This design comes from an exercise in tuning for small area, a short achievable clock period and few clock cycles per item on the open sky130 flow, not from production work.
Only simulation tests tie the RTL to the original design; equivalence was not proved.

File: flow/run.sh
#!/bin/bash
# synth_recipe.tcl (not shown) runs the flow's synth.tcl, then flattens the netlist and writes it again
# the make line also repeats each setting of config.mk as NAME=value (left out here)
make -C /OpenROAD-flow-scripts/flow DESIGN_CONFIG=/design/flow/config.mk WORK_HOME=/design/flow/orfs CLKGATE_MAP_FILE= SYNTH_SCRIPT=/design/flow/synth_recipe.tcl finish
File: flow/config.mk
export PLATFORM = sky130hd
export DESIGN_NAME = aud_chain
export DESIGN_NICKNAME = aud_chain
export VERILOG_FILES = /design/flow/design.v
export SDC_FILE = /design/flow/constraint.sdc
export NUM_CORES = 4
export LEC_CHECK = 0
export CAP_MARGIN = 20
export CORE_MARGIN = 2
export CORE_UTILIZATION = 25
export SLEW_MARGIN = 20
export SYNTH_MEMORY_MAX_BITS = 16384
File: flow/constraint.sdc
create_clock -name core_clock -period 10.5 [get_ports {clk}]
set_input_delay 2.1000 -clock core_clock [delete_from_list [all_inputs] [get_ports {clk}]]
set_output_delay 2.1000 -clock core_clock [all_outputs]
set_load 0.01 [all_outputs]
File: flow/design.v
module aud_chain (
    input  wire         clk,
    input  wire         rst,         
    input  wire         in_valid,
    output wire         in_ready,
    input  wire [255:0] in_rec,
    output reg          out_valid,
    output wire [383:0] chain
);
    localparam [1:0] S_IDLE  = 2'd0,
                     S_ROUND = 2'd1,
                     S_FINAL = 2'd2;
    localparam [63:0] IV0 = 64'hcbbb9d5dc1059ed8,
                      IV1 = 64'h629a292a367cd507,
                      IV2 = 64'h9159015a3070dd17,
                      IV3 = 64'h152fecd8f70e5939,
                      IV4 = 64'h67332667ffc00b31,
                      IV5 = 64'h8eb44a8768581511,
                      IV6 = 64'hdb0c2e0d64f98fa7,
                      IV7 = 64'h47b5481dbefa4fa4;
    reg [1:0]  state;
    reg [6:0]  round;
    reg [63:0] h_reg [0:5];         
    reg [63:0] a, b, c, d, e, f, g, h;
    reg [63:0] w [0:15];            
    assign in_ready = (state == S_IDLE);
    genvar gi, gj;
    generate
        for (gi = 0; gi < 6; gi = gi + 1) begin : g_out_word
            for (gj = 0; gj < 8; gj = gj + 1) begin : g_out_byte
                assign chain[8*(8*gi+gj) +: 8] = h_reg[gi][8*(7-gj) +: 8];
            end
        end
    endgenerate
    wire [63:0] rec_w [0:3];
    generate
        for (gi = 0; gi < 4; gi = gi + 1) begin : g_rec_word
            for (gj = 0; gj < 8; gj = gj + 1) begin : g_rec_byte
                assign rec_w[gi][8*(7-gj) +: 8] = in_rec[8*(8*gi+gj) +: 8];
            end
        end
    endgenerate
    localparam [80*64-1:0] K_TAB = {
        64'h6c44198c4a475817,
        64'h5fcb6fab3ad6faec,
        64'h597f299cfc657e2a,
        64'h4cc5d4becb3e42b6,
        64'h431d67c49c100d4c,
        64'h3c9ebe0a15c9bebc,
        64'h32caab7b40c72493,
        64'h28db77f523047d84,
        64'h1b710b35131c471b,
        64'h113f9804bef90dae,
        64'h0a637dc5a2c898a6,
        64'h06f067aa72176fba,
        64'hf57d4f7fee6ed178,
        64'heada7dd6cde0eb1e,
        64'hd186b8c721c0c207,
        64'hca273eceea26619c,
        64'hc67178f2e372532b,
        64'hbef9a3f7b2c67915,
        64'ha4506cebde82bde9,
        64'h90befffa23631e28,
        64'h8cc702081a6439ec,
        64'h84c87814a1f0ab72,
        64'h78a5636f43172f60,
        64'h748f82ee5defb2fc,
        64'h682e6ff3d6b2b8a3,
        64'h5b9cca4f7763e373,
        64'h4ed8aa4ae3418acb,
        64'h391c0cb3c5c95a63,
        64'h34b0bcb5e19b48a8,
        64'h2748774cdf8eeb99,
        64'h1e376c085141ab53,
        64'h19a4c116b8d2d0c8,
        64'h106aa07032bbd1b8,
        64'hf40e35855771202a,
        64'hd69906245565a910,
        64'hd192e819d6ef5218,
        64'hc76c51a30654be30,
        64'hc24b8b70d0f89791,
        64'ha81a664bbc423001,
        64'ha2bfe8a14cf10364,
        64'h92722c851482353b,
        64'h81c2c92e47edaee6,
        64'h766a0abb3c77b2a8,
        64'h650a73548baf63de,
        64'h53380d139d95b3df,
        64'h4d2c6dfc5ac42aed,
        64'h2e1b21385c26c926,
        64'h27b70a8546d22ffc,
        64'h142929670a0e6e70,
        64'h06ca6351e003826f,
        64'hd5a79147930aa725,
        64'hc6e00bf33da88fc2,
        64'hbf597fc7beef0ee4,
        64'hb00327c898fb213f,
        64'ha831c66d2db43210,
        64'h983e5152ee66dfab,
        64'h76f988da831153b5,
        64'h5cb0a9dcbd41fbd4,
        64'h4a7484aa6ea6e483,
        64'h2de92c6f592b0275,
        64'h240ca1cc77ac9c65,
        64'h0fc19dc68b8cd5b5,
        64'hefbe4786384f25e3,
        64'he49b69c19ef14ad2,
        64'hc19bf174cf692694,
        64'h9bdc06a725c71235,
        64'h80deb1fe3b1696b1,
        64'h72be5d74f27b896f,
        64'h550c7dc3d5ffb4e2,
        64'h243185be4ee4b28c,
        64'h12835b0145706fbe,
        64'hd807aa98a3030242,
        64'hab1c5ed5da6d8118,
        64'h923f82a4af194f9b,
        64'h59f111f1b605d019,
        64'h3956c25bf348b538,
        64'he9b5dba58189dbbc,
        64'hb5c0fbcfec4d3b2f,
        64'h7137449123ef65cd,
        64'h428a2f98d728ae22
    };
    reg [63:0] k_t;
    integer ki;
    always @* begin
        k_t = 64'h0;
        for (ki = 0; ki < 80; ki = ki + 1)
            k_t = k_t | ({64{round == ki}} & K_TAB[64*ki +: 64]);
    end
    wire [63:0] big_s0 = {a[27:0], a[63:28]} ^ {a[33:0], a[63:34]} ^ {a[38:0], a[63:39]};
    wire [63:0] big_s1 = {e[13:0], e[63:14]} ^ {e[17:0], e[63:18]} ^ {e[40:0], e[63:41]};
    wire [63:0] ch     = (e & f) ^ (~e & g);
    wire [63:0] maj    = (a & b) ^ (a & c) ^ (b & c);
    wire [63:0] t1     = h + big_s1 + ch + k_t + w[0];
    wire [63:0] t2     = big_s0 + maj;
    wire [63:0] sm_s0  = {w[1][0:0], w[1][63:1]} ^ {w[1][7:0], w[1][63:8]} ^ (w[1] >> 7);
    wire [63:0] sm_s1  = {w[14][18:0], w[14][63:19]} ^ {w[14][60:0], w[14][63:61]} ^ (w[14] >> 6);
    wire [63:0] w_next = sm_s1 + w[9] + sm_s0 + w[0];
    integer i;
    always @(posedge clk) begin
        if (rst) begin
            state     <= S_IDLE;
            out_valid <= 1'b0;
            round     <= 7'd0;
            for (i = 0; i < 6; i = i + 1)
                h_reg[i] <= 64'h0;
        end else begin
            out_valid <= 1'b0;
            case (state)
                S_IDLE: begin
                    if (in_valid) begin
                        for (i = 0; i < 6; i = i + 1)
                            w[i] <= h_reg[i];
                        for (i = 0; i < 4; i = i + 1)
                            w[6 + i] <= rec_w[i];
                        w[10] <= 64'h8000000000000000;
                        w[11] <= 64'h0;
                        w[12] <= 64'h0;
                        w[13] <= 64'h0;
                        w[14] <= 64'h0;
                        w[15] <= 64'd640;    
                        a <= IV0; b <= IV1; c <= IV2; d <= IV3;
                        e <= IV4; f <= IV5; g <= IV6; h <= IV7;
                        round <= 7'd0;
                        state <= S_ROUND;
                    end
                end
                S_ROUND: begin
                    h <= g;
                    g <= f;
                    f <= e;
                    e <= d + t1;
                    d <= c;
                    c <= b;
                    b <= a;
                    a <= t1 + t2;
                    for (i = 0; i < 15; i = i + 1)
                        w[i] <= w[i + 1];
                    w[15] <= w_next;
                    round <= round + 7'd1;
                    if (round == 7'd79)
                        state <= S_FINAL;
                end
                S_FINAL: begin
                    h_reg[0] <= IV0 + a;
                    h_reg[1] <= IV1 + b;
                    h_reg[2] <= IV2 + c;
                    h_reg[3] <= IV3 + d;
                    h_reg[4] <= IV4 + e;
                    h_reg[5] <= IV5 + f;
                    out_valid <= 1'b1;
                    state <= S_IDLE;
                end
                default: state <= S_IDLE;
            endcase
        end
    end
endmodule
==> run notes <==
worst register-to-register path: cells and delay by family (launching register included):
kind / cells / cell delay [ps]
and+or+nand+nor: 13 / 3410
adders and majority gates: 7 / 2770
buffers and inverters: 14 / 1980
AOI/OAI and AO/OA: 8 / 1310
DFF: 1 / 330
xor gates and xnor gates: 1 / 300
layout make-up:
type / instances / area (µm²) / area share (%)
multi-input combinational: 8715 / 57200 / 38.9
clock inverter: 127 / 1390 / 0.945
sequential: 1930 / 54000 / 36.8
tap: 5976 / 7480 / 5.09
timing repair buffer: 2317 / 19500 / 13.3
clock buffer: 288 / 6100 / 4.16
inverter: 256 / 962 / 0.655
antenna: 66 / 165 / 0.112
final timing paths:
check	endpoint	slack [ps]	from
max	a[62]	190	round[1]
min	h_reg[5][19]	470	h_reg[5][19]
max reg2reg	a[62]	190	round[1]
min reg2reg	h_reg[5][19]	470	h_reg[5][19]
placed cells by master, fill, tap and decap left out, types with 228 or more instances in the layout:
cell             instances
clkdlybuf4s50_1        643
and2_1                 548
edfxtp_1              1536
xor2_1                 273
a21o_1                 230
o21ai_0                362
clkbuf_16              228
xnor2_1                728
inv_1                  250
fa_1                   377
nand2_1               2722
buf_4                 1620
ha_1                   249
a21oi_1                545
nand2b_1               239
nor2_1                 644
dfxtp_1                388
metal layers:
layer | vias up | track usage (%) | wire (µm)
li1 | 43730 | - | -
met1 | 49054 | 34.4 | 258000
met2 | 4669 | 41.4 | 280000
met3 | 1221 | 3.78 | 44400
met4 | 28 | 21.5 | 62900
met5 | - | 0 | 191
what timing repair did:
action | 4_1_cts | 5_1_grt
endpoints found under the setup margin | 57 | 48
hold endpoints to repair | 0 | 0
gates resized for setup | 69 | 156
pin swaps | 9 | 51
hold buffers | 0 | 0
buffers inserted | 8 | 17
per-stage QoR:
step	utilization, %	hold WS, ps
global placement	30.5	453
detailed placement	30.5	457
CTS	32.2	464
global route	32.4	489
floorplan	-	477
finish	32.4	465
logic make-up (layout without fill, tap and decap cells):
group	count (synthesis)	after routing	synth area share [%]
XOR/XNOR	1017	1017	7.84
flip-flops	1930	1930	47.5
buffers and inverters	932	2988	3.17
multiplexers	72	72	0.701
AND/OR/NAND/NOR	5091	5091	20.5
adder cells (fa/ha/maj)	667	667	9.79
other	0	66	0
AO/OA/AOI/OAI	1868	1868	10.5
==> qor.csv <==
metric,value,unit
cp.depth,43,
yosys_warnings,3,
ys_types,121,
rr_worst_depth,43,
period_share,98.2,%
track_usage,27.1,%
initial_utilization,25.1,%
clk_pin_slew_worst_paths,60,ps
fmax,97.0,MHz
synth_fp_nets,12477,
io_pins,645,
cp_num_buf_inv,14,
via_count,98702,
postRouteAntennaNets,0,
fin_setup_tns,0,ps
avgSynthCellArea,9.82,µm²
grt_pass1_wl,848000,µm
grt_max_degree,217,
worstSkewPairLatency,980,ps
io_buffers,644,
worstSetupEndpointType,register,
core_region_area,453000,µm²
tightest_slew,1280,ps
die_area,460000,µm²
hold_depth,2,
ys_seq_area_share,47.5,%
route.detailed.drc,0,
dpl_cell_area,138000,µm²
ys_ff_latch,1930,
yosys-top-cells-area,"edfxtp_1, nand2_1, dfxtp_1, fa_1, xnor2_1",
n_fill_cell,46696,
drt_wl_total,645000,µm
cts_inserted_buffers,223,
fin_nets,14343,
largest_reg_flops,1024,
cp_max_fo,5,
status,no timing/DRC/antenna violations,
crit_slowest_cell,nor4_1,
setup_viol,0,
drt_first_pass_iters,6,
grt_pass1_vias,93767,
critPathArrivalTime,11040,ps
clk_root_buffer_cell,clkbuf_16,
synth_edf_count,1536,
critPathTopFamily,simple AND/OR/NAND/NOR gates,
async_reset_ff_share,0,%
crit_type,reg -> reg,
antenna_found_initial,106,
required,11230,ps
cp-start-kind,register,
max_stage_delay,800,ps
cp_common_cell,buf_4,
h-tree-depth,4,
synth_cells,11577,
synthesis.area,114000,µm²
grt_overflow,0,
max_cap_violations,0,
rows,247,
final_area,147000,µm²
yosysTopAreaCell,edfxtp_1,
drive_gt1_share,17.3,%
die_h,678,µm
netlist.area_leader.share,40.6,%
finalHoldViolCount,0,
fin_crit,10310,ps
pre_cts_slack,-919,ps
setup_ws,188,ps
maxSlewViolCount,0,
wl_per_cell,32.8,µm
clock-sinks,1930,
cts_buffer_depth,4,
cts_tree,yes,
max-slew-margin-rel,13.8,%
die_w,678,µm
min_path_type,reg -> reg,
placedCellCount,19170,
finalNonFillerCells,19675,
area_delta_synth_final,29.2,%
drt_iter0_markers,12579,
ys.flop_type,edfxtp_1,
gp_congestion,1.02,
synthTopCellsByCount,"nand2_1, edfxtp_1, xnor2_1",
dp_hpwl,529000,µm
synth_most_common_cell,nand2_1,
viasPerCell,5.02,
final.setup_skew,105,ps
Testbench counts, summed over its fixed seeds: cycles 31,496, items 384.

[port drivers added, routing unchanged]
No port has a modelled driver above. Below, the same layout with a new extraction and two added sets of constraints. Step 1 assumes that a clkbuf_16 drives the clock port and a buf_2 every other input. Step 2, shift: input delay + t, output delay - t, t = (earliest + latest rising clock arrival at the registers) / 2. This alone moves slack from input paths to output paths. Slacks: ideal / step 1 / step 2; pairs: ideal / step 1.
shift t [ns]: 1.034
setup slack, ns: 0.188 / 0.188 / 0.188
clock arrival spread, ns: 0.117 / 0.117
After both steps setup and hold are still met in this run. For this run, drivers alone change the setup slack by 0.000 ns; drivers and shift together by 0.000 ns.
